Background: an optimization exercise with open tools, aiming at small area. Do not read the settings as production practice. The RTL was checked by simulation tests, not by an equivalence proof against the original design. Power figures rest on the tool's default switching activity, not on a simulated workload.

==> run a <==
Design cvu_pair, start of the top module:
module cvu_pair (
    input  wire        clk,
    input  wire        rst,
    input  wire        sel,
    input  wire        we,
    input  wire [6:0]  addr,
    input  wire [31:0] wdata,
    output reg  [31:0] rdata,
    output wire [1:0]  done
);
==> flow/config.mk <==
export PLATFORM = sky130hd
export DESIGN_NAME = cvu_pair
export DESIGN_NICKNAME = cvu_pair
export VERILOG_FILES = /design/flow/design.v
export SDC_FILE = /design/flow/constraint.sdc
export NUM_CORES = 4
export LEC_CHECK = 0
export CAP_MARGIN = 20
export CORE_MARGIN = 2
export CORE_UTILIZATION = 40
export CTS_BUF_LIST = sky130_fd_sc_hd__clkbuf_8
export GPL_TIMING_DRIVEN = 0
export PLACE_DENSITY = 0.6
export SLEW_MARGIN = 20
==> flow/constraint.sdc <==
create_clock -name core_clock -period 10.0 [get_ports {clk}]
set_input_delay 2.0000 -clock core_clock [delete_from_list [all_inputs] [get_ports {clk}]]
set_output_delay 2.0000 -clock core_clock [all_outputs]
set_load 0.01 [all_outputs]
standard.sh (not shown) runs the stock make flow with config.mk's settings and CLKGATE_MAP_FILE= SYNTH_SCRIPT=/design/flow/synth_recipe.tcl, a recipe that flattens the netlist after the stock synthesis.
==> flow/flow/run.sh <==
#!/bin/bash
set -euo pipefail
W=$(pwd)

# Synthesis script: ORFS's synth.tcl with only its ABC call changed
sed 's|^  log_cmd abc {\*}\$abc_args$|  log_cmd abc {*}$lib_args {*}$lib_dont_use_args|' \
    "$FLOW_HOME/scripts/synth.tcl" > own_synth_body.tcl
grep -q '^  log_cmd abc {\*}\$lib_args {\*}\$lib_dont_use_args$' own_synth_body.tcl
sed "s|source \$::env(SCRIPTS_DIR)/synth.tcl|source $W/own_synth_body.tcl|" synth_recipe.tcl > own_synth.tcl
grep -q own_synth_body own_synth.tcl

# The standard synthesis, for its registers, in a folder of its own
sed "s|WORK_HOME=[^ ]*|WORK_HOME=$W/ref|" standard.sh > ref.sh
bash ref.sh synth > synth_ref.log 2>&1

# This flow's synthesis, where the layout continues from
sed "s|SYNTH_SCRIPT=[^ ]*|SYNTH_SCRIPT=$W/own_synth.tcl|" standard.sh > own.sh
grep -q "SYNTH_SCRIPT=$W/own_synth.tcl" own.sh
bash own.sh synth > synth_own.log 2>&1

regs() {
    grep -oE '^\s*sky130_fd_sc_hd__\S*(df|dl)\S*\s+\S+' "$1" | awk '{print $1, $2}' | sort
}
REF=ref/results/$FLOW_PLATFORM/cvu_pair/base/1_2_yosys.v
OWN=orfs/results/$FLOW_PLATFORM/cvu_pair/base/1_2_yosys.v
regs "$REF" > regs_ref.txt
regs "$OWN" > regs_own.txt
if [[ -s regs_ref.txt ]] && cmp -s regs_ref.txt regs_own.txt; then
    echo "registers match the standard synthesis ($(wc -l < regs_own.txt))" > regs_check.log
else
    echo "registers differ from the standard synthesis: using it" > regs_check.log
    rm -rf orfs
fi

# Ports get the smallest buffer; the repair steps size them up where needed
sed 's|"\${@:-finish}"|BUFFER_PORTS_ARGS="-buffer_cell sky130_fd_sc_hd__buf_1" "${@:-finish}"|' standard.sh > layout.sh
grep -q BUFFER_PORTS_ARGS layout.sh
bash layout.sh > layout.log 2>&1
==> inputs of run b, as changes to run a <==
CTS_BUF_LIST = sky130_fd_sc_hd__clkbuf_16   (was sky130_fd_sc_hd__clkbuf_8)
CTS_CLUSTER_DIAMETER = 100   (was not set)
CTS_CLUSTER_SIZE = 30   (was not set)
==> results.txt <==
- In sequential cell count, run a and run b do not differ.
- Between run a and run b, the lower routed wire length is in run b (gap 1.3%, measured against run b).
- Clock-buffer cell count: run a is higher than run b (50).
- In run b the register-to-register slack is worse than in run a, by 20 ps.
- Of run a and run b, run a has the higher utilization (gap 1.1 points).
- Against run b, the sequential share of layout area of run a is lower by 0.94 points.
- Between run b and run a, the lower power is in run b (gap 7.5%, measured against run a).
==> figures <==
	run a	run b
Status	finished clean	finished clean
Power in sequential cells	2.03 mW	2.02 mW
Final critical-path share of the clock period	0.910	0.921
Worst-path clk slew	60 ps	120 ps
Wire length per cell after detailed routing	28.1 um	28.5 um
Setup slack of the most critical reg-to-reg path	2830 ps	2810 ps
Largest stage delay, worst path	860 ps	870 ps
Clk_buf instances	67	17
Power per cell area	227 nW/um2	215 nW/um2
Final setup slack of the worst path	900 ps	785 ps
H-tree lvl count	3	1
Non-Clock Buffer Area Fraction	0.0450	0.0461
Multi-input gate share of total cell area	0.478	0.490
First-pass GRT wire length	138000 um	136000 um
Highest attainable clock frequency	110 MHz	109 MHz

## re-timing with driven ports
The flow's constraints put no driver on any port. The routed layouts listed below were extracted and timed again, unchanged, in two steps. Step 1, drivers: a clkbuf_16 drives clk and a buf_2 each remaining input, both assumed. Step 2, shift: input delay + t, output delay - t, t = (earliest + latest rising clock arrival at the registers) / 2. This alone moves slack from input paths to output paths. Slacks: ideal ports / drivers / drivers and shift; pairs: ideal ports / drivers.
run | t (ns) | slack for setup (ns) | hold WS [ns] | worst setup path after step 2 | latest minus earliest clock arrival (ns)
run a | 0.708 | 0.900 / 0.926 / 0.218 | 0.810 / 0.810 / 0.810 | input to register | 0.037 / 0.037
run b | 0.589 | 0.785 / 0.815 / 0.226 | 0.824 / 0.824 / 0.824 | input to register | 0.056 / 0.056
After both steps every run listed still meets setup and hold. The setup slack of run a, which loses most, moves by +0.026 ns with the drivers and by -0.682 ns with both steps.
